Source: an optimization exercise on an open RTL-to-GDS flow (aim: small area and a short achievable clock period). Production flows keep margins and buffers that such runs may drop.
Where RTL was checked, it was by simulation tests only, not by an equivalence proof against the original.
Only the layout flow was run in runs 1 and 2; the RTL was not checked for function there.

==> flow/design.v <==
module gf128_mul (
    input  wire [6:0] a,
    input  wire [6:0] b,
    output reg  [6:0] p
);
    reg [6:0] acc;
    reg [6:0] sh;
    integer   i;
    always @* begin
        acc = 7'd0;
        sh  = a;
        for (i = 0; i < 7; i = i + 1) begin
            if (b[i])
                acc = acc ^ sh;
            sh = {sh[5:0], 1'b0} ^ (sh[6] ? 7'h09 : 7'h00);
        end
        p = acc;
    end
endmodule
module dected_enc (
    input  wire [63:0] data,
    output wire [14:0] check
);
    wire x64, x65, x66, x67, x68, x69, x70, x71, x72, x73, x74, x75, x76, x77, x78, x79, x80, x81, x82, x83, x84, x85, x86, x87, x88, x89, x90, x91, x92, x93, x94, x95, x96, x97, x98, x99, x100, x101, x102, x103, x104, x105, x106, x107, x108, x109, x110, x111, x112, x113, x114, x115, x116, x117, x118, x119, x120, x121, x122, x123, x124, x125, x126, x127, x128, x129, x130, x131, x132, x133, x134, x135, x136, x137, x138, x139, x140, x141, x142, x143, x144, x145, x146, x147, x148, x149, x150, x151, x152, x153, x154, x155, x156, x157, x158, x159, x160, x161, x162, x163, x164, x165, x166, x167, x168, x169, x170, x171, x172, x173, x174, x175, x176, x177, x178, x179, x180, x181, x182, x183, x184, x185, x186, x187, x188, x189, x190, x191, x192, x193, x194, x195, x196, x197, x198, x199, x200, x201, x202, x203, x204, x205, x206, x207, x208, x209, x210, x211, x212, x213, x214, x215, x216, x217, x218, x219, x220, x221, x222, x223, x224, x225, x226, x227, x228, x229, x230, x231, x232, x233, x234, x235, x236, x237, x238, x239, x240, x241, x242, x243, x244, x245, x246, x247, x248, x249, x250, x251, x252, x253, x254, x255, x256, x257, x258, x259, x260, x261, x262, x263, x264, x265, x266, x267, x268, x269, x270, x271, x272, x273, x274, x275, x276, x277, x278, x279, x280, x281, x282, x283, x284, x285, x286, x287, x288, x289, x290, x291, x292, x293, x294, x295, x296, x297;
    assign x64 = data[29] ^ data[43];
    assign x65 = data[3] ^ data[14];
    assign x66 = data[27] ^ data[33];
    assign x67 = data[23] ^ data[24];
    assign x68 = data[2] ^ data[30];
    assign x69 = data[26] ^ data[31];
    assign x70 = data[0] ^ data[38];
    assign x71 = data[13] ^ data[46];
    assign x72 = data[22] ^ data[61];
    assign x73 = data[4] ^ data[32];
    assign x74 = data[44] ^ data[47];
    assign x75 = data[37] ^ data[62];
    assign x76 = data[1] ^ data[54];
    assign x77 = data[25] ^ x69;
    assign x78 = data[5] ^ data[18];
    assign x79 = data[56] ^ x65;
    assign x80 = data[17] ^ x64;
    assign x81 = data[50] ^ data[63];
    assign x82 = x68 ^ x74;
    assign x83 = data[41] ^ x71;
    assign x84 = data[12] ^ data[48];
    assign x85 = data[58] ^ x66;
    assign x86 = data[6] ^ data[28];
    assign x87 = x70 ^ x75;
    assign x88 = data[49] ^ data[57];
    assign x89 = data[11] ^ data[55];
    assign x90 = data[9] ^ data[53];
    assign x91 = data[39] ^ x72;
    assign x92 = data[40] ^ x67;
    assign x93 = data[42] ^ x73;
    assign x94 = data[34] ^ data[59];
    assign x95 = data[52] ^ x80;
    assign x96 = x78 ^ x90;
    assign x97 = data[60] ^ x76;
    assign x98 = data[10] ^ data[45];
    assign x99 = data[7] ^ x87;
    assign x100 = data[36] ^ x81;
    assign x101 = x84 ^ x98;
    assign x102 = data[20] ^ data[59];
    assign x103 = x88 ^ x89;
    assign x104 = x82 ^ x86;
    assign x105 = data[19] ^ data[21];
    assign x106 = data[8] ^ x91;
    assign x107 = data[17] ^ x102;
    assign x108 = x77 ^ x93;
    assign x109 = x83 ^ x92;
    assign x110 = data[15] ^ x103;
    assign x111 = x85 ^ x97;
    assign x112 = data[16] ^ data[43];
    assign x113 = x79 ^ x101;
    assign x114 = data[25] ^ x94;
    assign x115 = data[57] ^ x71;
    assign x116 = data[40] ^ data[47];
    assign x117 = data[10] ^ data[53];
    assign x118 = data[1] ^ data[4];
    assign x119 = data[26] ^ data[60];
    assign x120 = data[32] ^ x111;
    assign x121 = data[62] ^ x82;
    assign x122 = data[16] ^ data[38];
    assign x123 = data[2] ^ data[51];
    assign x124 = data[7] ^ x78;
    assign x125 = x73 ^ x76;
    assign x126 = x112 ^ x116;
    assign x127 = x72 ^ x108;
    assign x128 = data[33] ^ data[42];
    assign x129 = data[15] ^ data[19];
    assign x130 = data[12] ^ x122;
    assign x131 = data[63] ^ x95;
    assign x132 = data[44] ^ data[51];
    assign x133 = data[48] ^ data[50];
    assign x134 = x66 ^ x96;
    assign x135 = data[49] ^ x100;
    assign x136 = x99 ^ x117;
    assign x137 = data[6] ^ data[61];
    assign x138 = x99 ^ x105;
    assign x139 = x80 ^ x94;
    assign x140 = data[14] ^ x119;
    assign x141 = x109 ^ x110;
    assign x142 = data[39] ^ x96;
    assign x143 = x115 ^ x139;
    assign x144 = x79 ^ x92;
    assign x145 = x83 ^ x107;
    assign x146 = data[55] ^ x91;
    assign x147 = x95 ^ x135;
    assign x148 = data[35] ^ x121;
    assign x149 = x106 ^ x133;
    assign x150 = x81 ^ x104;
    assign x151 = x77 ^ x113;
    assign x152 = data[5] ^ x126;
    assign x153 = x86 ^ x132;
    assign x154 = data[41] ^ data[58];
    assign x155 = data[11] ^ x137;
    assign x156 = data[0] ^ data[14];
    assign x157 = data[30] ^ data[37];
    assign x158 = data[45] ^ x129;
    assign x159 = x156 ^ x157;
    assign x160 = x153 ^ x158;
    assign x161 = x159 ^ x134;
    assign x162 = x160 ^ x143;
    assign x163 = x149 ^ x161;
    assign x164 = x162 ^ x163;
    assign x165 = data[13] ^ data[23];
    assign x166 = data[31] ^ data[35];
    assign x167 = data[52] ^ x88;
    assign x168 = x165 ^ x166;
    assign x169 = x107 ^ x167;
    assign x170 = x168 ^ x111;
    assign x171 = x152 ^ x169;
    assign x172 = x136 ^ x149;
    assign x173 = x170 ^ x171;
    assign x174 = x172 ^ x173;
    assign x175 = data[5] ^ data[22];
    assign x176 = data[36] ^ data[45];
    assign x177 = data[63] ^ x64;
    assign x178 = x68 ^ x105;
    assign x179 = x175 ^ x176;
    assign x180 = x87 ^ x177;
    assign x181 = x178 ^ x179;
    assign x182 = x180 ^ x181;
    assign x183 = x120 ^ x141;
    assign x184 = x182 ^ x183;
    assign x185 = data[1] ^ data[20];
    assign x186 = data[31] ^ data[37];
    assign x187 = data[46] ^ x67;
    assign x188 = x128 ^ x154;
    assign x189 = x185 ^ x186;
    assign x190 = x79 ^ x114;
    assign x191 = x130 ^ x187;
    assign x192 = x188 ^ x189;
    assign x193 = x146 ^ x190;
    assign x194 = x191 ^ x192;
    assign x195 = x150 ^ x193;
    assign x196 = x194 ^ x195;
    assign x197 = data[8] ^ data[35];
    assign x198 = data[46] ^ data[50];
    assign x199 = data[60] ^ x197;
    assign x200 = x198 ^ x199;
    assign x201 = x104 ^ x134;
    assign x202 = x144 ^ x200;
    assign x203 = x127 ^ x138;
    assign x204 = x201 ^ x202;
    assign x205 = x203 ^ x204;
    assign x206 = data[18] ^ data[30];
    assign x207 = x65 ^ x67;
    assign x208 = x74 ^ x206;
    assign x209 = x77 ^ x100;
    assign x210 = x125 ^ x207;
    assign x211 = x208 ^ x145;
    assign x212 = x209 ^ x210;
    assign x213 = x136 ^ x211;
    assign x214 = x212 ^ x213;
    assign x215 = data[21] ^ data[24];
    assign x216 = x70 ^ x89;
    assign x217 = x90 ^ x215;
    assign x218 = x97 ^ x216;
    assign x219 = x217 ^ x218;
    assign x220 = x127 ^ x143;
    assign x221 = x150 ^ x219;
    assign x222 = x220 ^ x221;
    assign x223 = data[23] ^ data[51];
    assign x224 = x64 ^ x223;
    assign x225 = x124 ^ x224;
    assign x226 = x146 ^ x225;
    assign x227 = x120 ^ x148;
    assign x228 = x151 ^ x226;
    assign x229 = x227 ^ x228;
    assign x230 = data[0] ^ data[22];
    assign x231 = x69 ^ x73;
    assign x232 = x75 ^ x89;
    assign x233 = x123 ^ x230;
    assign x234 = x231 ^ x232;
    assign x235 = x233 ^ x142;
    assign x236 = x144 ^ x234;
    assign x237 = x147 ^ x235;
    assign x238 = x236 ^ x237;
    assign x239 = data[9] ^ data[28];
    assign x240 = x70 ^ x239;
    assign x241 = x114 ^ x125;
    assign x242 = x240 ^ x106;
    assign x243 = x109 ^ x113;
    assign x244 = x241 ^ x131;
    assign x245 = x242 ^ x243;
    assign x246 = x244 ^ x245;
    assign x247 = data[10] ^ data[25];
    assign x248 = data[29] ^ x118;
    assign x249 = x128 ^ x247;
    assign x250 = x140 ^ x248;
    assign x251 = x249 ^ x142;
    assign x252 = x250 ^ x141;
    assign x253 = x148 ^ x251;
    assign x254 = x252 ^ x253;
    assign x255 = data[24] ^ data[27];
    assign x256 = data[34] ^ data[42];
    assign x257 = data[54] ^ x68;
    assign x258 = x129 ^ x154;
    assign x259 = x255 ^ x256;
    assign x260 = x100 ^ x155;
    assign x261 = x257 ^ x258;
    assign x262 = x259 ^ x152;
    assign x263 = x260 ^ x261;
    assign x264 = x151 ^ x262;
    assign x265 = x263 ^ x264;
    assign x266 = data[3] ^ data[7];
    assign x267 = data[27] ^ data[35];
    assign x268 = x75 ^ x84;
    assign x269 = x112 ^ x266;
    assign x270 = x267 ^ x153;
    assign x271 = x268 ^ x269;
    assign x272 = x108 ^ x110;
    assign x273 = x145 ^ x270;
    assign x274 = x271 ^ x272;
    assign x275 = x273 ^ x274;
    assign x276 = data[8] ^ data[13];
    assign x277 = data[21] ^ data[28];
    assign x278 = data[45] ^ data[56];
    assign x279 = x74 ^ x276;
    assign x280 = x277 ^ x278;
    assign x281 = x85 ^ x93;
    assign x282 = x124 ^ x130;
    assign x283 = x140 ^ x279;
    assign x284 = x280 ^ x281;
    assign x285 = x282 ^ x283;
    assign x286 = x147 ^ x284;
    assign x287 = x285 ^ x286;
    assign x288 = data[9] ^ data[20];
    assign x289 = x65 ^ x88;
    assign x290 = x118 ^ x123;
    assign x291 = x288 ^ x85;
    assign x292 = x101 ^ x155;
    assign x293 = x289 ^ x290;
    assign x294 = x291 ^ x292;
    assign x295 = x293 ^ x131;
    assign x296 = x138 ^ x294;
    assign x297 = x295 ^ x296;
    assign check[0] = x164;
    assign check[1] = x174;
    assign check[2] = x184;
    assign check[3] = x196;
    assign check[4] = x205;
    assign check[5] = x214;
    assign check[6] = x222;
    assign check[7] = x229;
    assign check[8] = x238;
    assign check[9] = x246;
    assign check[10] = x254;
    assign check[11] = x265;
    assign check[12] = x275;
    assign check[13] = x287;
    assign check[14] = x297;
endmodule
module dected_syn (
    input  wire [78:0] r,
    output wire [14:0] syn
);
    wire x79, x80, x81, x82, x83, x84, x85, x86, x87, x88, x89, x90, x91, x92, x93, x94, x95, x96, x97, x98, x99, x100, x101, x102, x103, x104, x105, x106, x107, x108, x109, x110, x111, x112, x113, x114, x115, x116, x117, x118, x119, x120, x121, x122, x123, x124, x125, x126, x127, x128, x129, x130, x131, x132, x133, x134, x135, x136, x137, x138, x139, x140, x141, x142, x143, x144, x145, x146, x147, x148, x149, x150, x151, x152, x153, x154, x155, x156, x157, x158, x159, x160, x161, x162, x163, x164, x165, x166, x167, x168, x169, x170, x171, x172, x173, x174, x175, x176, x177, x178, x179, x180, x181, x182, x183, x184, x185, x186, x187, x188, x189, x190, x191, x192, x193, x194, x195, x196, x197, x198, x199, x200, x201, x202, x203, x204, x205, x206, x207, x208, x209, x210, x211, x212, x213, x214, x215, x216, x217, x218, x219, x220, x221, x222, x223, x224, x225, x226, x227, x228, x229, x230, x231, x232, x233, x234, x235, x236, x237, x238, x239, x240, x241, x242, x243, x244, x245, x246, x247, x248, x249, x250, x251, x252, x253, x254, x255, x256, x257, x258, x259, x260, x261, x262, x263, x264, x265, x266, x267, x268, x269, x270, x271, x272, x273, x274, x275, x276, x277, x278, x279, x280, x281, x282, x283, x284, x285, x286, x287, x288, x289, x290, x291, x292, x293, x294, x295, x296, x297, x298, x299, x300, x301, x302, x303, x304, x305, x306, x307, x308, x309, x310, x311, x312, x313, x314, x315, x316, x317, x318, x319, x320, x321, x322, x323, x324, x325, x326, x327, x328, x329, x330, x331, x332, x333, x334, x335, x336, x337, x338, x339, x340, x341, x342, x343, x344, x345, x346, x347, x348, x349;
    assign x79 = r[55] ^ r[75];
    assign x80 = r[25] ^ r[76];
    assign x81 = r[58] ^ r[72];
    assign x82 = r[24] ^ r[51];
    assign x83 = r[33] ^ r[61];
    assign x84 = r[23] ^ r[50];
    assign x85 = r[19] ^ r[67];
    assign x86 = r[60] ^ r[74];
    assign x87 = r[59] ^ r[73];
    assign x88 = r[27] ^ r[56];
    assign x89 = r[52] ^ x82;
    assign x90 = r[30] ^ r[37];
    assign x91 = x79 ^ x81;
    assign x92 = r[17] ^ x83;
    assign x93 = r[20] ^ r[68];
    assign x94 = r[26] ^ x91;
    assign x95 = r[57] ^ r[71];
    assign x96 = r[49] ^ x90;
    assign x97 = r[31] ^ r[38];
    assign x98 = r[9] ^ r[39];
    assign x99 = r[7] ^ x84;
    assign x100 = x80 ^ x87;
    assign x101 = r[21] ^ r[69];
    assign x102 = r[70] ^ x89;
    assign x103 = r[18] ^ r[66];
    assign x104 = r[13] ^ r[53];
    assign x105 = r[77] ^ x86;
    assign x106 = r[8] ^ r[16];
    assign x107 = r[29] ^ r[48];
    assign x108 = r[28] ^ x105;
    assign x109 = r[22] ^ x88;
    assign x110 = r[36] ^ r[40];
    assign x111 = r[15] ^ r[42];
    assign x112 = r[65] ^ x85;
    assign x113 = r[14] ^ x93;
    assign x114 = r[54] ^ x103;
    assign x115 = r[44] ^ x95;
    assign x116 = x97 ^ x99;
    assign x117 = r[46] ^ x101;
    assign x118 = r[62] ^ x92;
    assign x119 = r[11] ^ r[41];
    assign x120 = r[45] ^ x94;
    assign x121 = r[35] ^ x98;
    assign x122 = r[47] ^ x102;
    assign x123 = x96 ^ x109;
    assign x124 = r[10] ^ r[34];
    assign x125 = x116 ^ x119;
    assign x126 = r[5] ^ x110;
    assign x127 = r[43] ^ x104;
    assign x128 = r[64] ^ x107;
    assign x129 = r[12] ^ r[32];
    assign x130 = x100 ^ x115;
    assign x131 = x106 ^ x129;
    assign x132 = r[3] ^ r[63];
    assign x133 = x117 ^ x128;
    assign x134 = x112 ^ x121;
    assign x135 = x124 ^ x132;
    assign x136 = x113 ^ x114;
    assign x137 = x120 ^ x122;
    assign x138 = r[18] ^ r[38];
    assign x139 = r[16] ^ r[75];
    assign x140 = x108 ^ x123;
    assign x141 = r[6] ^ x123;
    assign x142 = r[0] ^ x79;
    assign x143 = r[66] ^ x125;
    assign x144 = r[62] ^ x111;
    assign x145 = r[28] ^ x100;
    assign x146 = r[42] ^ x108;
    assign x147 = r[46] ^ x118;
    assign x148 = r[15] ^ x92;
    assign x149 = r[56] ^ r[57];
    assign x150 = r[52] ^ x146;
    assign x151 = x130 ^ x133;
    assign x152 = x95 ^ x106;
    assign x153 = x110 ^ x141;
    assign x154 = x125 ^ x140;
    assign x155 = r[1] ^ r[6];
    assign x156 = r[39] ^ x93;
    assign x157 = r[29] ^ x131;
    assign x158 = r[33] ^ x99;
    assign x159 = x101 ^ x104;
    assign x160 = r[40] ^ x127;
    assign x161 = r[4] ^ r[13];
    assign x162 = r[17] ^ r[73];
    assign x163 = x86 ^ x161;
    assign x164 = r[41] ^ x153;
    assign x165 = r[50] ^ x120;
    assign x166 = r[47] ^ x126;
    assign x167 = r[72] ^ x145;
    assign x168 = r[61] ^ r[76];
    assign x169 = r[4] ^ r[34];
    assign x170 = r[63] ^ x149;
    assign x171 = x89 ^ x139;
    assign x172 = r[19] ^ x152;
    assign x173 = r[8] ^ x148;
    assign x174 = r[43] ^ x156;
    assign x175 = x118 ^ x160;
    assign x176 = r[25] ^ x94;
    assign x177 = x85 ^ x142;
    assign x178 = r[48] ^ x172;
    assign x179 = r[2] ^ x98;
    assign x180 = r[14] ^ r[51];
    assign x181 = r[54] ^ x180;
    assign x182 = x117 ^ x144;
    assign x183 = x181 ^ x130;
    assign x184 = x177 ^ x182;
    assign x185 = x183 ^ x184;
    assign x186 = x154 ^ x185;
    assign x187 = r[1] ^ r[22];
    assign x188 = x84 ^ x97;
    assign x189 = x111 ^ x168;
    assign x190 = x187 ^ x170;
    assign x191 = x188 ^ x189;
    assign x192 = x108 ^ x157;
    assign x193 = x174 ^ x190;
    assign x194 = x191 ^ x192;
    assign x195 = x193 ^ x137;
    assign x196 = x194 ^ x195;
    assign x197 = r[23] ^ r[30];
    assign x198 = r[32] ^ r[58];
    assign x199 = r[77] ^ x88;
    assign x200 = x197 ^ x198;
    assign x201 = x179 ^ x199;
    assign x202 = x200 ^ x171;
    assign x203 = x201 ^ x151;
    assign x204 = x175 ^ x202;
    assign x205 = x203 ^ x204;
    assign x206 = r[11] ^ r[37];
    assign x207 = r[40] ^ r[53];
    assign x208 = r[71] ^ x88;
    assign x209 = x111 ^ x138;
    assign x210 = x162 ^ x206;
    assign x211 = x207 ^ x112;
    assign x212 = x117 ^ x135;
    assign x213 = x208 ^ x209;
    assign x214 = x210 ^ x158;
    assign x215 = x211 ^ x212;
    assign x216 = x213 ^ x214;
    assign x217 = x215 ^ x137;
    assign x218 = x216 ^ x217;
    assign x219 = r[12] ^ r[35];
    assign x220 = r[38] ^ r[46];
    assign x221 = r[53] ^ r[64];
    assign x222 = r[74] ^ x119;
    assign x223 = x169 ^ x219;
    assign x224 = x220 ^ x221;
    assign x225 = x109 ^ x114;
    assign x226 = x222 ^ x223;
    assign x227 = x224 ^ x174;
    assign x228 = x225 ^ x226;
    assign x229 = x122 ^ x167;
    assign x230 = x178 ^ x227;
    assign x231 = x228 ^ x229;
    assign x232 = x230 ^ x231;
    assign x233 = r[12] ^ r[20];
    assign x234 = r[23] ^ r[49];
    assign x235 = r[54] ^ x107;
    assign x236 = x162 ^ x233;
    assign x237 = x234 ^ x115;
    assign x238 = x159 ^ x235;
    assign x239 = x236 ^ x134;
    assign x240 = x166 ^ x237;
    assign x241 = x238 ^ x176;
    assign x242 = x239 ^ x240;
    assign x243 = x150 ^ x241;
    assign x244 = x242 ^ x243;
    assign x245 = r[10] ^ r[21];
    assign x246 = r[24] ^ r[70];
    assign x247 = r[74] ^ x87;
    assign x248 = x107 ^ x168;
    assign x249 = x245 ^ x246;
    assign x250 = x127 ^ x247;
    assign x251 = x248 ^ x249;
    assign x252 = x136 ^ x250;
    assign x253 = x251 ^ x252;
    assign x254 = x165 ^ x253;
    assign x255 = x164 ^ x254;
    assign x256 = r[9] ^ x103;
    assign x257 = x124 ^ x113;
    assign x258 = x170 ^ x256;
    assign x259 = x116 ^ x166;
    assign x260 = x177 ^ x257;
    assign x261 = x258 ^ x147;
    assign x262 = x167 ^ x259;
    assign x263 = x260 ^ x261;
    assign x264 = x262 ^ x263;
    assign x265 = r[5] ^ r[77];
    assign x266 = x97 ^ x169;
    assign x267 = x265 ^ x96;
    assign x268 = x100 ^ x112;
    assign x269 = x113 ^ x159;
    assign x270 = x266 ^ x102;
    assign x271 = x267 ^ x268;
    assign x272 = x269 ^ x173;
    assign x273 = x270 ^ x271;
    assign x274 = x165 ^ x272;
    assign x275 = x273 ^ x274;
    assign x276 = r[26] ^ r[27];
    assign x277 = r[68] ^ x80;
    assign x278 = x90 ^ x276;
    assign x279 = x121 ^ x135;
    assign x280 = x277 ^ x278;
    assign x281 = x279 ^ x280;
    assign x282 = x175 ^ x178;
    assign x283 = x281 ^ x143;
    assign x284 = x150 ^ x282;
    assign x285 = x283 ^ x284;
    assign x286 = r[14] ^ r[32];
    assign x287 = r[37] ^ r[59];
    assign x288 = x82 ^ x155;
    assign x289 = x286 ^ x287;
    assign x290 = x121 ^ x126;
    assign x291 = x288 ^ x289;
    assign x292 = x108 ^ x133;
    assign x293 = x290 ^ x291;
    assign x294 = x173 ^ x176;
    assign x295 = x292 ^ x293;
    assign x296 = x143 ^ x294;
    assign x297 = x295 ^ x296;
    assign x298 = r[24] ^ r[32];
    assign x299 = r[45] ^ r[71];
    assign x300 = x106 ^ x298;
    assign x301 = x299 ^ x91;
    assign x302 = x114 ^ x163;
    assign x303 = x300 ^ x134;
    assign x304 = x301 ^ x302;
    assign x305 = x141 ^ x147;
    assign x306 = x303 ^ x304;
    assign x307 = x305 ^ x306;
    assign x308 = r[3] ^ r[36];
    assign x309 = r[69] ^ x80;
    assign x310 = x81 ^ x85;
    assign x311 = x129 ^ x308;
    assign x312 = x96 ^ x115;
    assign x313 = x128 ^ x163;
    assign x314 = x309 ^ x310;
    assign x315 = x311 ^ x136;
    assign x316 = x158 ^ x171;
    assign x317 = x312 ^ x313;
    assign x318 = x314 ^ x315;
    assign x319 = x316 ^ x317;
    assign x320 = x318 ^ x319;
    assign x321 = r[7] ^ r[26];
    assign x322 = r[60] ^ r[65];
    assign x323 = r[67] ^ r[75];
    assign x324 = x83 ^ x124;
    assign x325 = x138 ^ x321;
    assign x326 = x322 ^ x323;
    assign x327 = x100 ^ x144;
    assign x328 = x179 ^ x324;
    assign x329 = x325 ^ x326;
    assign x330 = x157 ^ x327;
    assign x331 = x328 ^ x329;
    assign x332 = x122 ^ x330;
    assign x333 = x331 ^ x332;
    assign x334 = x164 ^ x333;
    assign x335 = r[0] ^ r[2];
    assign x336 = r[4] ^ r[78];
    assign x337 = x111 ^ x155;
    assign x338 = x335 ^ x336;
    assign x339 = x126 ^ x127;
    assign x340 = x131 ^ x135;
    assign x341 = x337 ^ x338;
    assign x342 = x118 ^ x134;
    assign x343 = x136 ^ x339;
    assign x344 = x340 ^ x341;
    assign x345 = x151 ^ x342;
    assign x346 = x343 ^ x344;
    assign x347 = x137 ^ x154;
    assign x348 = x345 ^ x346;
    assign x349 = x347 ^ x348;
    assign syn[0] = x186;
    assign syn[1] = x196;
    assign syn[2] = x205;
    assign syn[3] = x218;
    assign syn[4] = x232;
    assign syn[5] = x244;
    assign syn[6] = x255;
    assign syn[7] = x264;
    assign syn[8] = x275;
    assign syn[9] = x285;
    assign syn[10] = x297;
    assign syn[11] = x307;
    assign syn[12] = x320;
    assign syn[13] = x334;
    assign syn[14] = x349;
endmodule
module gf128_inv3 (
    input  wire [6:0] a,
    output wire [6:0] y
);
    wire [127:0] m;
    genvar i;
    for (i = 0; i < 128; i = i + 1) begin : g_m
        assign m[i] = (a == i);
    end
    assign y[0] = |(m & 128'h85171f397d3521e1ec0715d9c155d956);
    assign y[1] = |(m & 128'h077bca8c40edde83cfa9b8fae20590f0);
    assign y[2] = |(m & 128'hd3d8a3c4b729aac8883ed3b1ef77e000);
    assign y[3] = |(m & 128'h9d7459fd639529fbdb72e2c062284688);
    assign y[4] = |(m & 128'h76d02a17ab13d34bf22b331b534913bc);
    assign y[5] = |(m & 128'h7a55ce6bcde0f5c45424a2b9e9a25f80);
    assign y[6] = |(m & 128'h4ae285f65b8d65a17edf971ddc8880a0);
endmodule
module dected_quad (
    input  wire [6:0] s3,
    input  wire [6:0] inv3,
    output wire [6:0] y,
    output wire       tz,      
    output wire       tr       
);
    wire [6:0] w;
    gf128_mul u_w (.a(s3), .b(inv3), .p(w));
    wire [6:0] c = w ^ 7'h01;
    assign tz = (c == 7'd0);
    assign tr = c[0];
    assign y[0] = 1'b0;
    assign y[1] = c[2] ^ c[3] ^ c[4] ^ c[6];
    assign y[2] = c[3] ^ c[4] ^ c[6];
    assign y[3] = c[5] ^ c[6];
    assign y[4] = c[1] ^ c[2] ^ c[4];
    assign y[5] = c[3] ^ c[5] ^ c[6];
    assign y[6] = c[3] ^ c[6];
endmodule
module dected_ispos (
    input  wire [6:0] x,
    output wire       v
);
    wire [127:0] m;
    genvar i;
    for (i = 0; i < 128; i = i + 1) begin : g_m
        assign m[i] = (x == i);
    end
    assign v = |(m & 128'h341efc53e5ef0f6366edbbb9ab551f7e);
endmodule
module dected_codec (
    input  wire        clk,
    input  wire        rst_n,
    input  wire        enc_valid,
    input  wire [63:0] enc_data,
    output wire        enc_out_valid,
    output wire [63:0] enc_out_data,
    output wire [14:0] enc_out_check,
    input  wire        dec_valid,
    input  wire [63:0] dec_data,
    input  wire [14:0] dec_check,
    output wire        dec_out_valid,
    output wire [63:0] dec_out_data,
    output wire [14:0] dec_out_check,
    output wire [1:0]  dec_out_corr,
    output wire        dec_out_ue
);
    wire [63:0] e0_d = enc_data;  wire e0_v = enc_valid;
    wire [63:0] e0q_d = e0_d;  wire e0q_v = e0_v;
    wire [14:0] e1_c;
    dected_enc u_enc (.data(e0q_d), .check(e1_c));
    reg  [63:0] e1q_d;  reg [14:0] e1q_c;  reg e1q_v;
    always @(posedge clk) begin
        e1q_d <= e0q_d;
        e1q_c <= e1_c;
        if (!rst_n) e1q_v <= 1'b0; else e1q_v <= e0q_v;
    end
    assign enc_out_valid = e1q_v;
    assign enc_out_data  = e1q_d;
    assign enc_out_check = e1q_c;
    wire [78:0] b0_r = {dec_check[14], dec_data, dec_check[13:0]};   
    wire b0_v = dec_valid;
    wire [78:0] b0q_r = b0_r;
    wire b0q_v = b0_v;
    wire [6:0] b1_s1;
    reg  [6:0] b1q_s1;
    wire [6:0] b1_s3;
    reg  [6:0] b1q_s3;
    wire b1_par;
    reg  b1q_par;
    wire [78:0] b1_r = b0q_r;  wire b1_v = b0q_v;
    wire [14:0] b1_syn;
    dected_syn u_syn (.r(b0q_r), .syn(b1_syn));
    assign b1_s1 = b1_syn[6:0];
    assign b1_s3 = b1_syn[13:7];
    assign b1_par = b1_syn[14];
    reg [78:0] b1q_r;
    reg b1q_v;
    always @(posedge clk) begin
        b1q_s1 <= b1_s1;
        b1q_s3 <= b1_s3;
        b1q_par <= b1_par;
        b1q_r <= b1_r;
        if (!rst_n) b1q_v <= 1'b0; else b1q_v <= b1_v;
    end
    wire [6:0] b2_s1;
    wire [6:0] b2q_s1 = b2_s1;
    wire [6:0] b2_s3;
    wire [6:0] b2q_s3 = b2_s3;
    wire b2_par;
    wire b2q_par = b2_par;
    wire [6:0] b2_iv;
    wire [6:0] b2q_iv = b2_iv;
    wire [78:0] b2_r = b1q_r;  wire b2_v = b1q_v;
    assign b2_s1 = b1q_s1; assign b2_s3 = b1q_s3; assign b2_par = b1q_par;
    gf128_inv3 u_inv3 (.a(b1q_s1), .y(b2_iv));
    wire [78:0] b2q_r = b2_r;
    wire b2q_v = b2_v;
    wire [6:0] b3_s1;
    reg  [6:0] b3q_s1;
    wire [6:0] b3_y;
    reg  [6:0] b3q_y;
    wire b3_par;
    reg  b3q_par;
    wire b3_tz;
    reg  b3q_tz;
    wire b3_tr;
    reg  b3q_tr;
    wire b3_s3z;
    reg  b3q_s3z;
    wire [78:0] b3_r = b2q_r;  wire b3_v = b2q_v;
    assign b3_s1 = b2q_s1; assign b3_par = b2q_par;
    assign b3_s3z = (b2q_s3 == 7'd0);
    dected_quad u_quad (.s3(b2q_s3), .inv3(b2q_iv), .y(b3_y), .tz(b3_tz), .tr(b3_tr));
    reg [78:0] b3q_r;
    reg b3q_v;
    always @(posedge clk) begin
        b3q_s1 <= b3_s1;
        b3q_y <= b3_y;
        b3q_par <= b3_par;
        b3q_tz <= b3_tz;
        b3q_tr <= b3_tr;
        b3q_s3z <= b3_s3z;
        b3q_r <= b3_r;
        if (!rst_n) b3q_v <= 1'b0; else b3q_v <= b3_v;
    end
    wire [6:0] b4_x1;
    wire [6:0] b4q_x1 = b4_x1;
    wire [6:0] b4_x2;
    wire [6:0] b4q_x2 = b4_x2;
    wire b4_par;
    wire b4q_par = b4_par;
    wire b4_tz;
    wire b4q_tz = b4_tz;
    wire b4_tr;
    wire b4q_tr = b4_tr;
    wire b4_s1z;
    wire b4q_s1z = b4_s1z;
    wire b4_s3z;
    wire b4q_s3z = b4_s3z;
    wire [78:0] b4_r = b3q_r;  wire b4_v = b3q_v;
    gf128_mul u_x1 (.a(b3q_s1), .b(b3q_y), .p(b4_x1));
    assign b4_x2 = b4_x1 ^ b3q_s1;
    assign b4_s1z = (b3q_s1 == 7'd0);
    assign b4_par = b3q_par; assign b4_tz = b3q_tz; assign b4_tr = b3q_tr; assign b4_s3z = b3q_s3z;
    wire [78:0] b4q_r = b4_r;
    wire b4q_v = b4_v;
    wire [7:0] b5_pa1;
    wire [7:0] b5q_pa1 = b5_pa1;
    wire [15:0] b5_pb1;
    wire [15:0] b5q_pb1 = b5_pb1;
    wire [7:0] b5_pa2;
    wire [7:0] b5q_pa2 = b5_pa2;
    wire [15:0] b5_pb2;
    wire [15:0] b5q_pb2 = b5_pb2;
    wire [1:0] b5_corr;
    wire [1:0] b5q_corr = b5_corr;
    wire b5_ue;
    wire b5q_ue = b5_ue;
    wire b5_fpar;
    wire b5q_fpar = b5_fpar;
    wire [78:0] b5_r = b4q_r;  wire b5_v = b4q_v;
    wire v1, v2;
    dected_ispos u_v1 (.x(b4q_x1), .v(v1));
    dected_ispos u_v2 (.x(b4q_x2), .v(v2));
    wire ok_tz  = !b4q_s1z && b4q_tz && v2;                                 
    wire ok_2   = !b4q_s1z && !b4q_tz && !b4q_par && !b4q_tr && v1 && v2;   
    wire only_p = b4q_s1z && b4q_s3z && b4q_par;                           
    wire e1     = !b4q_par && !b4q_tr && v2;
    wire e2     = b4q_tz || (!b4q_par && !b4q_tr && v1);
    assign b5_ue   = !(ok_tz || ok_2 || (b4q_s1z && b4q_s3z));
    assign b5_corr = (ok_2 || (ok_tz && !b4q_par)) ? 2'd2 : ((only_p || ok_tz) ? 2'd1 : 2'd0);
    assign b5_fpar = only_p || (ok_tz && !b4q_par);
    genvar k;
    for (k = 0; k < 8; k = k + 1) begin : g_pa
        assign b5_pa1[k] = e1 && (b4q_x1[2:0] == k);
        assign b5_pa2[k] = e2 && (b4q_x2[2:0] == k);
    end
    for (k = 0; k < 16; k = k + 1) begin : g_pb
        assign b5_pb1[k] = (b4q_x1[6:3] == k);
        assign b5_pb2[k] = (b4q_x2[6:3] == k);
    end
    wire [78:0] b5q_r = b5_r;
    wire b5q_v = b5_v;
    wire [63:0] b6_od;
    reg  [63:0] b6q_od;
    wire [14:0] b6_oc;
    reg  [14:0] b6q_oc;
    wire [1:0] b6_corr;
    reg  [1:0] b6q_corr;
    wire b6_ue;
    reg  b6q_ue;
    wire b6_v = b5q_v;
    wire [77:0] flip;
    assign flip[0] = (b5q_pa1[1] && b5q_pb1[0]) || (b5q_pa2[1] && b5q_pb2[0]);
    assign flip[1] = (b5q_pa1[2] && b5q_pb1[0]) || (b5q_pa2[2] && b5q_pb2[0]);
    assign flip[2] = (b5q_pa1[4] && b5q_pb1[0]) || (b5q_pa2[4] && b5q_pb2[0]);
    assign flip[3] = (b5q_pa1[0] && b5q_pb1[1]) || (b5q_pa2[0] && b5q_pb2[1]);
    assign flip[4] = (b5q_pa1[0] && b5q_pb1[2]) || (b5q_pa2[0] && b5q_pb2[2]);
    assign flip[5] = (b5q_pa1[0] && b5q_pb1[4]) || (b5q_pa2[0] && b5q_pb2[4]);
    assign flip[6] = (b5q_pa1[0] && b5q_pb1[8]) || (b5q_pa2[0] && b5q_pb2[8]);
    assign flip[7] = (b5q_pa1[1] && b5q_pb1[1]) || (b5q_pa2[1] && b5q_pb2[1]);
    assign flip[8] = (b5q_pa1[2] && b5q_pb1[2]) || (b5q_pa2[2] && b5q_pb2[2]);
    assign flip[9] = (b5q_pa1[4] && b5q_pb1[4]) || (b5q_pa2[4] && b5q_pb2[4]);
    assign flip[10] = (b5q_pa1[0] && b5q_pb1[9]) || (b5q_pa2[0] && b5q_pb2[9]);
    assign flip[11] = (b5q_pa1[1] && b5q_pb1[3]) || (b5q_pa2[1] && b5q_pb2[3]);
    assign flip[12] = (b5q_pa1[2] && b5q_pb1[6]) || (b5q_pa2[2] && b5q_pb2[6]);
    assign flip[13] = (b5q_pa1[4] && b5q_pb1[12]) || (b5q_pa2[4] && b5q_pb2[12]);
    assign flip[14] = (b5q_pa1[1] && b5q_pb1[8]) || (b5q_pa2[1] && b5q_pb2[8]);
    assign flip[15] = (b5q_pa1[3] && b5q_pb1[1]) || (b5q_pa2[3] && b5q_pb2[1]);
    assign flip[16] = (b5q_pa1[6] && b5q_pb1[2]) || (b5q_pa2[6] && b5q_pb2[2]);
    assign flip[17] = (b5q_pa1[4] && b5q_pb1[5]) || (b5q_pa2[4] && b5q_pb2[5]);
    assign flip[18] = (b5q_pa1[0] && b5q_pb1[11]) || (b5q_pa2[0] && b5q_pb2[11]);
    assign flip[19] = (b5q_pa1[1] && b5q_pb1[7]) || (b5q_pa2[1] && b5q_pb2[7]);
    assign flip[20] = (b5q_pa1[2] && b5q_pb1[14]) || (b5q_pa2[2] && b5q_pb2[14]);
    assign flip[21] = (b5q_pa1[5] && b5q_pb1[13]) || (b5q_pa2[5] && b5q_pb2[13]);
    assign flip[22] = (b5q_pa1[3] && b5q_pb1[10]) || (b5q_pa2[3] && b5q_pb2[10]);
    assign flip[23] = (b5q_pa1[7] && b5q_pb1[5]) || (b5q_pa2[7] && b5q_pb2[5]);
    assign flip[24] = (b5q_pa1[6] && b5q_pb1[11]) || (b5q_pa2[6] && b5q_pb2[11]);
    assign flip[25] = (b5q_pa1[5] && b5q_pb1[6]) || (b5q_pa2[5] && b5q_pb2[6]);
    assign flip[26] = (b5q_pa1[2] && b5q_pb1[13]) || (b5q_pa2[2] && b5q_pb2[13]);
    assign flip[27] = (b5q_pa1[5] && b5q_pb1[11]) || (b5q_pa2[5] && b5q_pb2[11]);
    assign flip[28] = (b5q_pa1[3] && b5q_pb1[6]) || (b5q_pa2[3] && b5q_pb2[6]);
    assign flip[29] = (b5q_pa1[6] && b5q_pb1[12]) || (b5q_pa2[6] && b5q_pb2[12]);
    assign flip[30] = (b5q_pa1[5] && b5q_pb1[8]) || (b5q_pa2[5] && b5q_pb2[8]);
    assign flip[31] = (b5q_pa1[3] && b5q_pb1[0]) || (b5q_pa2[3] && b5q_pb2[0]);
    assign flip[32] = (b5q_pa1[6] && b5q_pb1[0]) || (b5q_pa2[6] && b5q_pb2[0]);
    assign flip[33] = (b5q_pa1[4] && b5q_pb1[1]) || (b5q_pa2[4] && b5q_pb2[1]);
    assign flip[34] = (b5q_pa1[0] && b5q_pb1[3]) || (b5q_pa2[0] && b5q_pb2[3]);
    assign flip[35] = (b5q_pa1[0] && b5q_pb1[6]) || (b5q_pa2[0] && b5q_pb2[6]);
    assign flip[36] = (b5q_pa1[0] && b5q_pb1[12]) || (b5q_pa2[0] && b5q_pb2[12]);
    assign flip[37] = (b5q_pa1[1] && b5q_pb1[9]) || (b5q_pa2[1] && b5q_pb2[9]);
    assign flip[38] = (b5q_pa1[3] && b5q_pb1[3]) || (b5q_pa2[3] && b5q_pb2[3]);
    assign flip[39] = (b5q_pa1[6] && b5q_pb1[6]) || (b5q_pa2[6] && b5q_pb2[6]);
    assign flip[40] = (b5q_pa1[4] && b5q_pb1[13]) || (b5q_pa2[4] && b5q_pb2[13]);
    assign flip[41] = (b5q_pa1[1] && b5q_pb1[10]) || (b5q_pa2[1] && b5q_pb2[10]);
    assign flip[42] = (b5q_pa1[3] && b5q_pb1[5]) || (b5q_pa2[3] && b5q_pb2[5]);
    assign flip[43] = (b5q_pa1[6] && b5q_pb1[10]) || (b5q_pa2[6] && b5q_pb2[10]);
    assign flip[44] = (b5q_pa1[5] && b5q_pb1[4]) || (b5q_pa2[5] && b5q_pb2[4]);
    assign flip[45] = (b5q_pa1[2] && b5q_pb1[9]) || (b5q_pa2[2] && b5q_pb2[9]);
    assign flip[46] = (b5q_pa1[5] && b5q_pb1[3]) || (b5q_pa2[5] && b5q_pb2[3]);
    assign flip[47] = (b5q_pa1[2] && b5q_pb1[7]) || (b5q_pa2[2] && b5q_pb2[7]);
    assign flip[48] = (b5q_pa1[4] && b5q_pb1[14]) || (b5q_pa2[4] && b5q_pb2[14]);
    assign flip[49] = (b5q_pa1[1] && b5q_pb1[12]) || (b5q_pa2[1] && b5q_pb2[12]);
    assign flip[50] = (b5q_pa1[3] && b5q_pb1[9]) || (b5q_pa2[3] && b5q_pb2[9]);
    assign flip[51] = (b5q_pa1[7] && b5q_pb1[3]) || (b5q_pa2[7] && b5q_pb2[3]);
    assign flip[52] = (b5q_pa1[6] && b5q_pb1[7]) || (b5q_pa2[6] && b5q_pb2[7]);
    assign flip[53] = (b5q_pa1[4] && b5q_pb1[15]) || (b5q_pa2[4] && b5q_pb2[15]);
    assign flip[54] = (b5q_pa1[1] && b5q_pb1[14]) || (b5q_pa2[1] && b5q_pb2[14]);
    assign flip[55] = (b5q_pa1[3] && b5q_pb1[13]) || (b5q_pa2[3] && b5q_pb2[13]);
    assign flip[56] = (b5q_pa1[7] && b5q_pb1[11]) || (b5q_pa2[7] && b5q_pb2[11]);
    assign flip[57] = (b5q_pa1[7] && b5q_pb1[6]) || (b5q_pa2[7] && b5q_pb2[6]);
    assign flip[58] = (b5q_pa1[6] && b5q_pb1[13]) || (b5q_pa2[6] && b5q_pb2[13]);
    assign flip[59] = (b5q_pa1[5] && b5q_pb1[10]) || (b5q_pa2[5] && b5q_pb2[10]);
    assign flip[60] = (b5q_pa1[3] && b5q_pb1[4]) || (b5q_pa2[3] && b5q_pb2[4]);
    assign flip[61] = (b5q_pa1[6] && b5q_pb1[8]) || (b5q_pa2[6] && b5q_pb2[8]);
    assign flip[62] = (b5q_pa1[5] && b5q_pb1[0]) || (b5q_pa2[5] && b5q_pb2[0]);
    assign flip[63] = (b5q_pa1[2] && b5q_pb1[1]) || (b5q_pa2[2] && b5q_pb2[1]);
    assign flip[64] = (b5q_pa1[4] && b5q_pb1[2]) || (b5q_pa2[4] && b5q_pb2[2]);
    assign flip[65] = (b5q_pa1[0] && b5q_pb1[5]) || (b5q_pa2[0] && b5q_pb2[5]);
    assign flip[66] = (b5q_pa1[0] && b5q_pb1[10]) || (b5q_pa2[0] && b5q_pb2[10]);
    assign flip[67] = (b5q_pa1[1] && b5q_pb1[5]) || (b5q_pa2[1] && b5q_pb2[5]);
    assign flip[68] = (b5q_pa1[2] && b5q_pb1[10]) || (b5q_pa2[2] && b5q_pb2[10]);
    assign flip[69] = (b5q_pa1[5] && b5q_pb1[5]) || (b5q_pa2[5] && b5q_pb2[5]);
    assign flip[70] = (b5q_pa1[2] && b5q_pb1[11]) || (b5q_pa2[2] && b5q_pb2[11]);
    assign flip[71] = (b5q_pa1[5] && b5q_pb1[7]) || (b5q_pa2[5] && b5q_pb2[7]);
    assign flip[72] = (b5q_pa1[2] && b5q_pb1[15]) || (b5q_pa2[2] && b5q_pb2[15]);
    assign flip[73] = (b5q_pa1[5] && b5q_pb1[15]) || (b5q_pa2[5] && b5q_pb2[15]);
    assign flip[74] = (b5q_pa1[3] && b5q_pb1[14]) || (b5q_pa2[3] && b5q_pb2[14]);
    assign flip[75] = (b5q_pa1[7] && b5q_pb1[13]) || (b5q_pa2[7] && b5q_pb2[13]);
    assign flip[76] = (b5q_pa1[7] && b5q_pb1[10]) || (b5q_pa2[7] && b5q_pb2[10]);
    assign flip[77] = (b5q_pa1[7] && b5q_pb1[4]) || (b5q_pa2[7] && b5q_pb2[4]);
    assign b6_od = b5q_r[77:14] ^ flip[77:14];
    assign b6_oc = {b5q_r[78] ^ b5q_fpar, b5q_r[13:0] ^ flip[13:0]};
    assign b6_corr = b5q_corr; assign b6_ue = b5q_ue;
    reg b6q_v;
    always @(posedge clk) begin
        b6q_od <= b6_od;
        b6q_oc <= b6_oc;
        b6q_corr <= b6_corr;
        b6q_ue <= b6_ue;
        if (!rst_n) b6q_v <= 1'b0; else b6q_v <= b6_v;
    end
    assign dec_out_valid = b6q_v;
    assign dec_out_data  = b6q_od;
    assign dec_out_check = b6q_oc;
    assign dec_out_corr  = b6q_corr;
    assign dec_out_ue    = b6q_ue;
endmodule
==> flow/flow/run.sh <==
#!/bin/bash
# Own flow: the standard layout (standard.sh, unchanged synthesis) with
# extra ORFS settings: small port buffers, timing repair aimed below the
# clock period, and smaller clock buffers.  The ORFS tools log to
# orfs/logs/ and standard.log; this script's own output goes to run.log.
set -e
exec > >(tee run.log) 2>&1
cat >> "$FLOW_CONFIG" <<EOC
export BUFFER_PORTS_ARGS = -buffer_cell sky130_fd_sc_hd__buf_2
export SETUP_SLACK_MARGIN = 9.2
export CTS_BUF_LIST = sky130_fd_sc_hd__clkbuf_4 sky130_fd_sc_hd__clkbuf_8
EOC
bash standard.sh > standard.log 2>&1
==> flow/standard.sh <==
#!/bin/bash
# synth_recipe.tcl (not shown) runs the flow's synth.tcl, then flattens the netlist and writes it again
# the make line also repeats each setting of config.mk as NAME=value (left out here)
make -C /OpenROAD-flow-scripts/flow DESIGN_CONFIG=/design/flow/config.mk WORK_HOME=/design/flow/orfs CLKGATE_MAP_FILE= SYNTH_SCRIPT=/design/flow/synth_recipe.tcl "${@:-finish}"
==> flow/config.mk <==
export PLATFORM = sky130hd
export DESIGN_NAME = dected_codec
export DESIGN_NICKNAME = dected_codec
export VERILOG_FILES = /design/flow/design.v
export SDC_FILE = /design/flow/constraint.sdc
export NUM_CORES = 4
export LEC_CHECK = 0
export CAP_MARGIN = 20
export CORE_MARGIN = 2
export CORE_UTILIZATION = 50
export PLACE_DENSITY = 0.65
export SLEW_MARGIN = 20
export BUFFER_PORTS_ARGS = -buffer_cell sky130_fd_sc_hd__buf_2
export SETUP_SLACK_MARGIN = 9.2
export CTS_BUF_LIST = sky130_fd_sc_hd__clkbuf_4 sky130_fd_sc_hd__clkbuf_8
==> flow/constraint.sdc <==
create_clock -name core_clock -period 13.5 [get_ports {clk}]
set_input_delay 2.7000 -clock core_clock [delete_from_list [all_inputs] [get_ports {clk}]]
set_output_delay 2.7000 -clock core_clock [all_outputs]
set_load 0.01 [all_outputs]
==> results of run 1 <==
-- routing by layer --
metal / global-route usage (%) / up-vias / routed length [um]
met5: 0 / - / 0
met4: 11.19 / 0 / 2262
met3: 5.156 / 150 / 5962
met2: 48.87 / 999 / 28210
met1: 46.46 / 7740 / 28410
li1: - / 7457 / -
-- registers in the layout, indices dropped and copies added, names as in the netlist --
| register | flops |
|---|---|
| b3q_par | 1 |
| b3q_v | 1 |
| b6q_corr | 2 |
| b1q_v | 1 |
| b3q_s1 | 7 |
| b3q_r | 79 |
| b1q_par | 1 |
| b1q_s1 | 7 |
| b3q_tz | 1 |
| b6q_ue | 1 |
| b6q_od | 64 |
| e1q_v | 1 |
| e1q_c | 15 |
| b6q_v | 1 |
| b1q_s3 | 7 |
| b3q_tr | 1 |
| b3q_s3z | 1 |
| b6q_oc | 15 |
| e1q_d | 64 |
| b1q_r | 79 |
| b3q_y | 6 |
-- what timing repair did --
item / CTS / global route
cloned: 0 / 1
hold buffers: 0 / 0
pin swaps: 5 / 11
endpoints found under the setup margin: 89 / 86
buffers inserted: 11 / 25
resized for setup: 62 / 76
-- logic make-up (layout without fill, tap and decap cells) --
logic type               after synthesis  after routing  synth area share, %
AO/OA/AOI/OAI                        338            338                12.94
XOR/XNOR                             658            658                32.50
adder cells (fa/ha/maj)                1              1              0.06675
buffers and inverters                115            480                2.564
flip-flops                           355            355                37.92
multiplexers                          11             11               0.6009
other                                  0              3                    0
AND/OR/NAND/NOR                      496            496                13.41
-- Yosys cell counts, types with 9 or more instances --
library cell	n	area, um^2
inv_1	15	56.30
mux2i_1	9	90.09
a22oi_1	41	307.8
nor2_1	136	510.5
nor2b_1	16	100.1
xnor2_1	508	4449
a211oi_1	15	112.6
nand2b_1	22	137.6
xor2_1	125	1095
a21oi_1	71	355.3
xnor3_1	14	315.3
nor3_1	37	185.2
buf_2	35	175.2
o22ai_1	10	62.56
nand3b_1	14	105.1
o21ai_0	46	230.2
a32o_1	13	130.1
a31oi_1	15	93.84
nand2_1	126	473.0
nand3_1	36	180.2
dfxtp_1	355	7107
clkbuf_1	56	210.2
a32oi_1	31	271.5
and3_1	12	75.07
nand4_1	21	131.4
-- layout make-up --
| cell class | count | area (um^2) | area share [%] |
|---|---|---|---|
| multi-input combinational | 1504 | 11700 | 51.18 |
| clock buffer | 78 | 1023 | 4.476 |
| tap | 468 | 585.6 | 2.561 |
| timing repair buffer | 359 | 2054 | 8.984 |
| sequential | 355 | 7139 | 31.22 |
| inverter | 16 | 67.56 | 0.2955 |
| clock inverter | 27 | 285.3 | 1.248 |
| antenna | 3 | 7.507 | 0.03283 |
-- critical path, cell delays in order --
cell,delay (ns)
buf_2,0.17
xnor2_1,0.35
xor2_1,0.18
xnor2_1,0.62
xnor2_1,0.24
xnor2_1,0.28
xnor2_1,0.19
-- cell usage in the layout, fill, tap and decap left out, drive strengths merged, types with 8 or more instances in the layout --
master and instances:
a32o 13, o32ai 8, clkbuf 79, nor2 136, a21oi 71, inv 17, nand2 127, mux2i 9
dfxtp 355, and3 12, a211oi 19, a22oi 41, nand3 36, buf 358, a31oi 15, or3b 9
a32oi 31, nor3 37, xor2 127, nor4 9, nand4 21, nand3b 14, xnor3 14, and2 8
o22ai 10, xnor2 510, o21ai 46, nand2b 22, nor2b 16, clkinv 18
-- path summary, 6_finish.rpt --
kind	end	startpoint	slack, ns	cells after the start
worst max-delay path	b1q_s3[1]	dec_data[61]	9.30	7
worst min-delay path	b3q_r[65]	b1q_r[65]	0.32	0
worst max register to register	b6q_oc[6]	b3q_s1[3]	9.31	12
worst min register to register	b3q_r[65]	b1q_r[65]	0.32	0
-- per-stage QoR --
step                cell area [um^2]  setup WS, ns  utilization [%]  hold slack [ns]
floorplan                      18740         9.232                -           0.3096
global placement               20560         8.213            55.88           0.3099
detailed placement             20560         8.147            55.90           0.3121
CTS                            22270         9.157            60.54           0.3228
global route                   22860         9.167            62.16           0.3275
finish                         22870         9.302            62.16           0.3206
==> flow_summary.toml, run 1 <==
[synth]
synth_area_um2 = 18740
ys_ff_latch = 355
synth_edf_count = 0
synth_seq_area_share_pct = 37.92
synth_area_per_cell_um2 = 9.494
synthCells = 1974
async_reset_ff_share_pct = 0
ys.flop_type = "dfxtp_1"
yosysWarnings = 2
synth_nets = 2122
yosysUniqueCellTypes = 83

[timing]
max_freq_mhz = 238.2
final-max-slew-violation-count = 0
finalSetupTns_ns = 0
min_period_ns = 4.198
min_period_over_period_pct = 31.10
worst_pin_slew_ns = 1.139
rsz0062_at_grt = "false"
hold_viol_final = 0
finClkSkew_ns = 0.02071
slew_headroom_pct = 23.46
finalSetupViolCount = 0

[final_layout]
fin_nets = 2440
drive_gt1_share_pct = 24.84
syn2layout_area_growth_pct = 22.01
fillers = 3215
finalNonFillerCells = 2810

[clock_network]
cts-root-buf = "clkbuf_8"
clk_latency_ns = 0.65
clkTransAtPathRegs_ns = 0.06
clk_path_buf_depth = 3
numClockSinks = 355
cts_tree = "built"
cts_htree_levels = 2
numCtsBuffers = 56

[route]
ant_nets = 0
post_drt_wl_per_cell_um = 23.08
vias_per_cell = 5.817
drcViolationCount = 0
drt_iter0_drc = 2279
first_pass_iters = 6
wl_um = 64850
vias = 16350

[global_route]
gr-usage-all-layers_pct = 32.25
grt_pass1_vias = 15460
overflow = 0
grt_pass1_wl_um = 94860
grt_antenna_before_repair = 2
grt_max_degree = 90

[floorplanning]
die_h_um = 197.6
core_um2 = 36790
io_pins = 310
rows = 70
dieArea_um2 = 39050
die_w_um = 197.6
start_util_pct = 50.95

[hold_path]
worstHoldPathType = "flip-flop to flip-flop"

[place]
numPortBuffers = 309
dp.cells = 2665
dp_hpwl_um = 49240
place_congestion = 0.9737

[critical_path]
cp.required_ns = 14.03
path_max_fanout = 4
critPathArrivalTime_ns = 4.73
start_kind = "primary input"
criticalPathCategory = "primary input to flip-flop"
cp-end-kind = "flip-flop"

[run_status]
status = "timing/DRC/antenna clean"

[flow_run]
cap_violations = 0
==> inputs of run 2 (changes only) <==
--- a/flow/flow/run.sh
+++ b/flow/flow/run.sh
@@ -7,7 +7,7 @@
 exec > >(tee run.log) 2>&1
 cat >> "$FLOW_CONFIG" <<EOC
 export BUFFER_PORTS_ARGS = -buffer_cell sky130_fd_sc_hd__buf_2
-export SETUP_SLACK_MARGIN = 9.2
+export SETUP_SLACK_MARGIN = 9.7
 export CTS_BUF_LIST = sky130_fd_sc_hd__clkbuf_4 sky130_fd_sc_hd__clkbuf_8
 EOC
 bash standard.sh > standard.log 2>&1
--- a/flow/config.mk
+++ b/flow/config.mk
@@ -11,5 +11,5 @@
 export PLACE_DENSITY = 0.65
 export SLEW_MARGIN = 20
 export BUFFER_PORTS_ARGS = -buffer_cell sky130_fd_sc_hd__buf_2
-export SETUP_SLACK_MARGIN = 9.2
+export SETUP_SLACK_MARGIN = 9.7
 export CTS_BUF_LIST = sky130_fd_sc_hd__clkbuf_4 sky130_fd_sc_hd__clkbuf_8
==> flow_summary.toml, run 2 <==
[final_layout]
syn2layout_area_growth_pct = 43.28
fillers = 2622
layout_commonest_cell = "xnor2_1"
drive_gt1_share_pct = 40.35
fin_nets = 2535
top_regs = "b1q_r (79), b3q_r (79)"
most-common-layout-cells = "xnor2_1, dfxtp_1, buf_2, nor2_1, nand2_1"

[route]
ant_nets = 0
drcViolationCount = 0
vias_per_cell = 6.061
vias = 17580
post_drt_wl_per_cell_um = 25.87
first_pass_iters = 8
drt_iter0_drc = 2180
wl_um = 75030

[synth]
synth_area_per_cell_um2 = 9.494
yosysTopAreaCell = "dfxtp_1"
yosysWarnings = 2
ys_ff_latch = 355
async_reset_ff_share_pct = 0
ys.flop_type = "dfxtp_1"
synth_nets = 2122
synthCells = 1974
yosys.cell_count.top_type = "xnor2_1"
synth_seq_area_share_pct = 37.92
synth_top_cells_by_count = "xnor2_1, dfxtp_1, nor2_1, nand2_1, xor2_1"
synth_edf_count = 0
synth_top_cell_area_share_pct = 37.92
yosysUniqueCellTypes = 83
synthTopCellsByArea = "dfxtp_1, xnor2_1, xor2_1"
synth_area_um2 = 18740

[timing]
worst_pin_slew_ns = 1.077
hold_viol_final = 0
slew_headroom_pct = 27.92
rsz0062_at_grt = "true"
hold_ws_ns = 0.3071
finalWorstSetupSlack_ns = 9.479
finalSetupTns_ns = 0
min_period_ns = 4.021
min_period_over_period_pct = 29.79
finClkSkew_ns = 0.03670
max_freq_mhz = 248.7
final-max-slew-violation-count = 0
finalSetupViolCount = 0

[floorplanning]
dieArea_um2 = 39050
start_util_pct = 50.95
die_h_um = 197.6
io_pins = 310
die_w_um = 197.6
rows = 70
core_um2 = 36790

[place]
numPortBuffers = 309
place_congestion = 0.9924
dp_worst_setup_slack_ns = 8.150
dp_hpwl_um = 51060

[global_route]
grt_antenna_before_repair = 4
gr-usage-all-layers_pct = 37.09
overflow = 0
grt_pass1_wl_um = 107400
grt_pass1_vias = 16750
grt_max_degree = 54

[critical_path]
cp-end-kind = "flip-flop"
rr_endpoint = "b3q_tz"
ff2ff_path_depth = 15
path_max_fanout = 53
cp_slowest_stage_delay_ns = 0.36
criticalPathCategory = "flip-flop to flip-flop"
critPathArrivalTime_ns = 4.57
r2r_start = "b1q_s1[2]"
cp.required_ns = 14.05
crit_buf_inv = 3
crit_start = "b1q_s1[2]"
cp_slowest_cell = "a211oi_2"
cpMostUsedCell = "o32ai_2"
cp_top_family = "simple AND/OR/NAND/NOR gates"
rrSetupSlack_ns = 9.48
cp_cell_sequence = "buf_12 -> clkinvlp_4 -> a22oi_1 -> o32ai_2 -> and4b_1 -> and4_4 -> xnor2_4 -> o22a_1 -> o32ai_2 -> a211oi_2 -> xnor2_1 -> ha_2 -> inv_1 -> or3b_4 -> nor4b_2"
start_kind = "flip-flop"

[hold_path]
worstHoldPathType = "flip-flop to flip-flop"
hold_depth = 0
hold-path-endpoint = "b3q_r[62]"
hp-start = "b1q_r[62]"

[clock_network]
clk_latency_ns = 0.67
cts_tree = "built"
cts-root-buf = "clkbuf_8"
hold_buffers = 0
numClockSinks = 355
clk_path_buf_depth = 3
cts_htree_levels = 2
numCtsBuffers = 54
clkTransAtPathRegs_ns = 0.06

[flow_run]
cap_violations = 0

[run_status]
status = "timing/DRC/antenna clean"
## run 2: cell counts after synthesis
Identical to the previous run, type by type.
## run 2: area by class of cell
type / instances / area (um^2) / area share, %
multi-input combinational: 1506 / 13760 / 51.25
inverter: 16 / 71.32 / 0.2656
clock inverter: 19 / 270.3 / 1.006
timing repair buffer: 454 / 3865 / 14.39
antenna: 1 / 2.502 / 0.009319
clock buffer: 81 / 996.0 / 3.709
sequential: 355 / 7301 / 27.19
tap: 468 / 585.6 / 2.181
## run 2: metrics by stage
step,cell area [um^2],util [%],cells
3_3_place_gp,21390,58.16,2666
5_1_grt,26850,72.99,2899
6_report,26850,73.00,2900
3_5_place_dp,21390,58.16,2666
4_1_cts,25590,69.56,2855
2_1_floorplan,19580,-,1974
## run 2: repair_timing
item,CTS,global route
resized for setup,404,176
gates cloned,19,3
pin swaps,70,59
setup endpoints to repair,254,252
setup buffers,70,41
## run 2: kinds of logic after synthesis
logic type / synth area share [%]
xor+xnor: 32.50
simple gates: 13.41
flops: 37.92
compound gates: 12.94
buf+inv: 2.564
mux: 0.6009
fa+ha+maj: 0.06675
## run 2: worst max-delay path by stage
| stage | end | depth (start not counted) |
|---|---|---|
| floorplan | b1q_par | 7 |
| global placement | b6q_oc[7] | 12 |
| detailed placement | b6q_oc[7] | 12 |
| CTS | dec_out_data[16] | 1 |
| global route | b3q_tz | 16 |
| finish | b3q_tz | 15 |
## run 2: layer usage
layer / vias to the layer above / wire [um] / global-route usage, %
met5: - / 7 / 0
met3: 273 / 7976 / 6.761
li1: 7650 / - / -
met1: 8323 / 30680 / 52.26
met4: 2 / 3545 / 14.79
met2: 1330 / 32820 / 56.21
==> inputs of run 3 (changes only) <==
--- a/flow/design.v
+++ b/flow/design.v
@@ -568,18 +568,20 @@
     input  wire [6:0] a,
     output wire [6:0] y
 );
-    wire [127:0] m;
-    genvar i;
-    for (i = 0; i < 128; i = i + 1) begin : g_m
-        assign m[i] = (a == i);
-    end
-    assign y[0] = |(m & 128'h85171f397d3521e1ec0715d9c155d956);
-    assign y[1] = |(m & 128'h077bca8c40edde83cfa9b8fae20590f0);
-    assign y[2] = |(m & 128'hd3d8a3c4b729aac8883ed3b1ef77e000);
-    assign y[3] = |(m & 128'h9d7459fd639529fbdb72e2c062284688);
-    assign y[4] = |(m & 128'h76d02a17ab13d34bf22b331b534913bc);
-    assign y[5] = |(m & 128'h7a55ce6bcde0f5c45424a2b9e9a25f80);
-    assign y[6] = |(m & 128'h4ae285f65b8d65a17edf971ddc8880a0);
+    wire [127:0] t0 = 128'h85171f397d3521e1ec0715d9c155d956;
+    assign y[0] = t0[a];
+    wire [127:0] t1 = 128'h077bca8c40edde83cfa9b8fae20590f0;
+    assign y[1] = t1[a];
+    wire [127:0] t2 = 128'hd3d8a3c4b729aac8883ed3b1ef77e000;
+    assign y[2] = t2[a];
+    wire [127:0] t3 = 128'h9d7459fd639529fbdb72e2c062284688;
+    assign y[3] = t3[a];
+    wire [127:0] t4 = 128'h76d02a17ab13d34bf22b331b534913bc;
+    assign y[4] = t4[a];
+    wire [127:0] t5 = 128'h7a55ce6bcde0f5c45424a2b9e9a25f80;
+    assign y[5] = t5[a];
+    wire [127:0] t6 = 128'h4ae285f65b8d65a17edf971ddc8880a0;
+    assign y[6] = t6[a];
 endmodule
 module dected_quad (
     input  wire [6:0] s3,
@@ -605,12 +607,8 @@
     input  wire [6:0] x,
     output wire       v
 );
-    wire [127:0] m;
-    genvar i;
-    for (i = 0; i < 128; i = i + 1) begin : g_m
-        assign m[i] = (x == i);
-    end
-    assign v = |(m & 128'h341efc53e5ef0f6366edbbb9ab551f7e);
+    wire [127:0] t = 128'h341efc53e5ef0f6366edbbb9ab551f7e;
+    assign v = t[x];
 endmodule
 module dected_codec (
     input  wire        clk,
--- a/flow/flow/run.sh
+++ b/flow/flow/run.sh
@@ -7,7 +7,7 @@
 exec > >(tee run.log) 2>&1
 cat >> "$FLOW_CONFIG" <<EOC
 export BUFFER_PORTS_ARGS = -buffer_cell sky130_fd_sc_hd__buf_2
-export SETUP_SLACK_MARGIN = 9.7
+export SETUP_SLACK_MARGIN = 9.3
 export CTS_BUF_LIST = sky130_fd_sc_hd__clkbuf_4 sky130_fd_sc_hd__clkbuf_8
 EOC
 bash standard.sh > standard.log 2>&1
--- a/flow/config.mk
+++ b/flow/config.mk
@@ -10,6 +10,7 @@
 export CORE_UTILIZATION = 50
 export PLACE_DENSITY = 0.65
 export SLEW_MARGIN = 20
+export TNS_END_PERCENT = 0
 export BUFFER_PORTS_ARGS = -buffer_cell sky130_fd_sc_hd__buf_2
-export SETUP_SLACK_MARGIN = 9.7
+export SETUP_SLACK_MARGIN = 9.3
 export CTS_BUF_LIST = sky130_fd_sc_hd__clkbuf_4 sky130_fd_sc_hd__clkbuf_8
==> flow_summary.toml, run 3 <==
[clock_network]
cts_htree_levels = 2
numClockSinks = 355
numCtsBuffers = 57
clk_latency_ns = 0.64
clk_path_buf_depth = 3
clkTransAtPathRegs_ns = 0.06
hold_buffers = 0
cts-root-buf = "clkbuf_8"
cts_tree = "built"

[critical_path]
cp-end-kind = "flip-flop"
criticalPathCategory = "primary input to flip-flop"
rr_endpoint = "b3q_y[2]"
ff2ff_path_depth = 13
r2r_start = "b1q_s1[0]"
critPathArrivalTime_ns = 4.76
cp.required_ns = 14.05
rrSetupSlack_ns = 9.30
start_kind = "primary input"
path_max_fanout = 4

[synth]
synth_nets = 1979
yosysUniqueCellTypes = 84
ys_ff_latch = 355
synth_area_per_cell_um2 = 9.927
synth_area_um2 = 17990
yosys.cell_count.top_type = "xnor2_1"
synth_seq_area_share_pct = 39.51
async_reset_ff_share_pct = 0
ys.flop_type = "dfxtp_1"
synth_top_cell_area_share_pct = 39.51
synthCells = 1812
synth_top_cells_by_count = "xnor2_1, dfxtp_1, nand2_1, xor2_1, nor2_1"
yosysWarnings = 2
yosysTopAreaCell = "dfxtp_1"
synthTopCellsByArea = "dfxtp_1, xnor2_1, xor2_1"
synth_edf_count = 0

[run_status]
status = "timing/DRC/antenna clean"

[route]
ant_nets = 0
first_pass_iters = 6
drcViolationCount = 0
vias = 14560
post_drt_wl_per_cell_um = 22.81
drt_iter0_drc = 1301
wl_um = 60060
vias_per_cell = 5.529

[timing]
finalSetupViolCount = 0
max_freq_mhz = 237.5
min_period_ns = 4.211
min_period_over_period_pct = 31.19
hold_ws_ns = 0.3222
finClkSkew_ns = 0.02110
hold_viol_final = 0
slew_headroom_pct = 25.55
finalSetupTns_ns = 0
final-max-slew-violation-count = 0
worst_pin_slew_ns = 1.113
rsz0062_at_grt = "true"

[floorplanning]
rows = 69
die_w_um = 193.7
die_h_um = 193.7
core_um2 = 35480
dieArea_um2 = 37510
io_pins = 310
start_util_pct = 50.70

[global_route]
grt_max_degree = 74
grt_pass1_wl_um = 88220
grt_antenna_before_repair = 9
grt_pass1_vias = 14090
gr-usage-all-layers_pct = 30.97
overflow = 0

[hold_path]
hold-path-endpoint = "b3q_r[59]"
hp-start = "b1q_r[59]"
worstHoldPathType = "flip-flop to flip-flop"
hold_depth = 0

[place]
dp_hpwl_um = 46630
numPortBuffers = 309
place_congestion = 0.9549

[final_layout]
most-common-layout-cells = "xnor2_1, dfxtp_1, buf_2, nand2_1, xor2_1"
layout_commonest_cell = "xnor2_1"
syn2layout_area_growth_pct = 19.68
fillers = 3059
regArea_um2 = 7118
drive_gt1_share_pct = 24.83
top_regs = "b1q_r (79), b3q_r (79)"
fin_nets = 2288
multiInputGateArea_um2 = 10670

[flow_run]
cap_violations = 0
==> run 3: cell families after synthesis <==
family          after synthesis  share of synthesized area [%]
flops                       355                          39.51
buf+inv                     110                          2.893
fa+ha+maj                    20                          1.391
xor+xnor                    649                          33.39
simple gates                398                          10.70
mux                          30                          2.073
compound gates              250                          10.04
==> run 3: through the flow <==
step / cells / cell area, um^2 / setup slack [ns] / util (%)
final: 2633 / 21530 / 9.289 / 60.67
after global routing: 2632 / 21530 / 9.140 / 60.67
after CTS: 2615 / 21240 / 9.232 / 59.85
after detailed placement: 2505 / 19780 / 8.545 / 55.75
after global placement: 2505 / 19780 / 8.508 / 55.75
after floorplan: 1812 / 18010 / 9.285 / -
==> run 3: worst max-delay path, stage by stage <==
cell and delay (ns):
buf_2 0.15, xnor2_1 0.42, xor2_1 0.22, xnor2_1 0.48, xnor2_1 0.20, xnor2_1 0.27
xnor2_1 0.17, xnor2_1 0.15
==> run 3: timing repair <==
item | 4_1_cts | 5_1_grt
pin swaps | 4 | 7
endpoints found under the setup margin | 90 | 91
setup buffers | 5 | 13
gates resized for setup | 36 | 37
==> run 3: layer usage <==
layer | track usage [%] | part of all wire [%]
met5 | 0 | 0
met4 | 9.839 | 2.8
met3 | 5.184 | 7.8
met2 | 49.91 | 46
met1 | 42.46 | 43
==> run 3: final cells by class <==
cell class,instances,area share (%)
flip-flops and latches,355,33.06
clock buffers,85,4.969
repair buffers,336,8.323
diodes,5,0.05812
well taps,461,2.679
clock inverters,20,0.8950
multi-input cells,1347,49.58
inverters,24,0.4359
==> run 3: worst max path at each step <==
stage / startpoint / to / slack, ns
floorplan: dec_data[61] / b1q_s1[6] / 9.28
global placement: dec_data[62] / b1q_s3[6] / 8.51
CTS: b3q_s1[3] / b6q_od[27] / 9.23
finish: dec_data[61] / b1q_s1[6] / 9.29
global route: b1q_s1[0] / b3q_y[2] / 9.14
detailed placement: dec_data[62] / b1q_s3[6] / 8.54

-- static timing again, ports no longer ideal --
The results above use ideal ports. As a check the final layouts listed here were re-extracted and re-timed, cells and wires unchanged.
Step 1 assumes that a clkbuf_16 drives the clock port and a buf_2 every other input.
Step 2, shift: input delay + t, output delay - t, t = (earliest + latest rising clock arrival at the registers) / 2. This alone moves slack from input paths to output paths.
a / b / c = ideal / step 1 / step 2; a / b = the first two.
run | t (ns) | slack for setup (ns) | hold slack, ns
run 1 | 0.686 | 9.302 / 9.307 / 8.635 | 0.321 / 0.321 / 0.321
run 2 | 0.699 | 9.479 / 9.479 / 8.981 | 0.307 / 0.307 / 0.307
run 3 | 0.683 | 9.289 / 9.298 / 8.634 | 0.322 / 0.322 / 0.322
After both steps setup and hold are still met in every run listed. For run 1, which loses most, drivers alone change the setup slack by +0.005 ns; drivers and shift together by -0.667 ns.
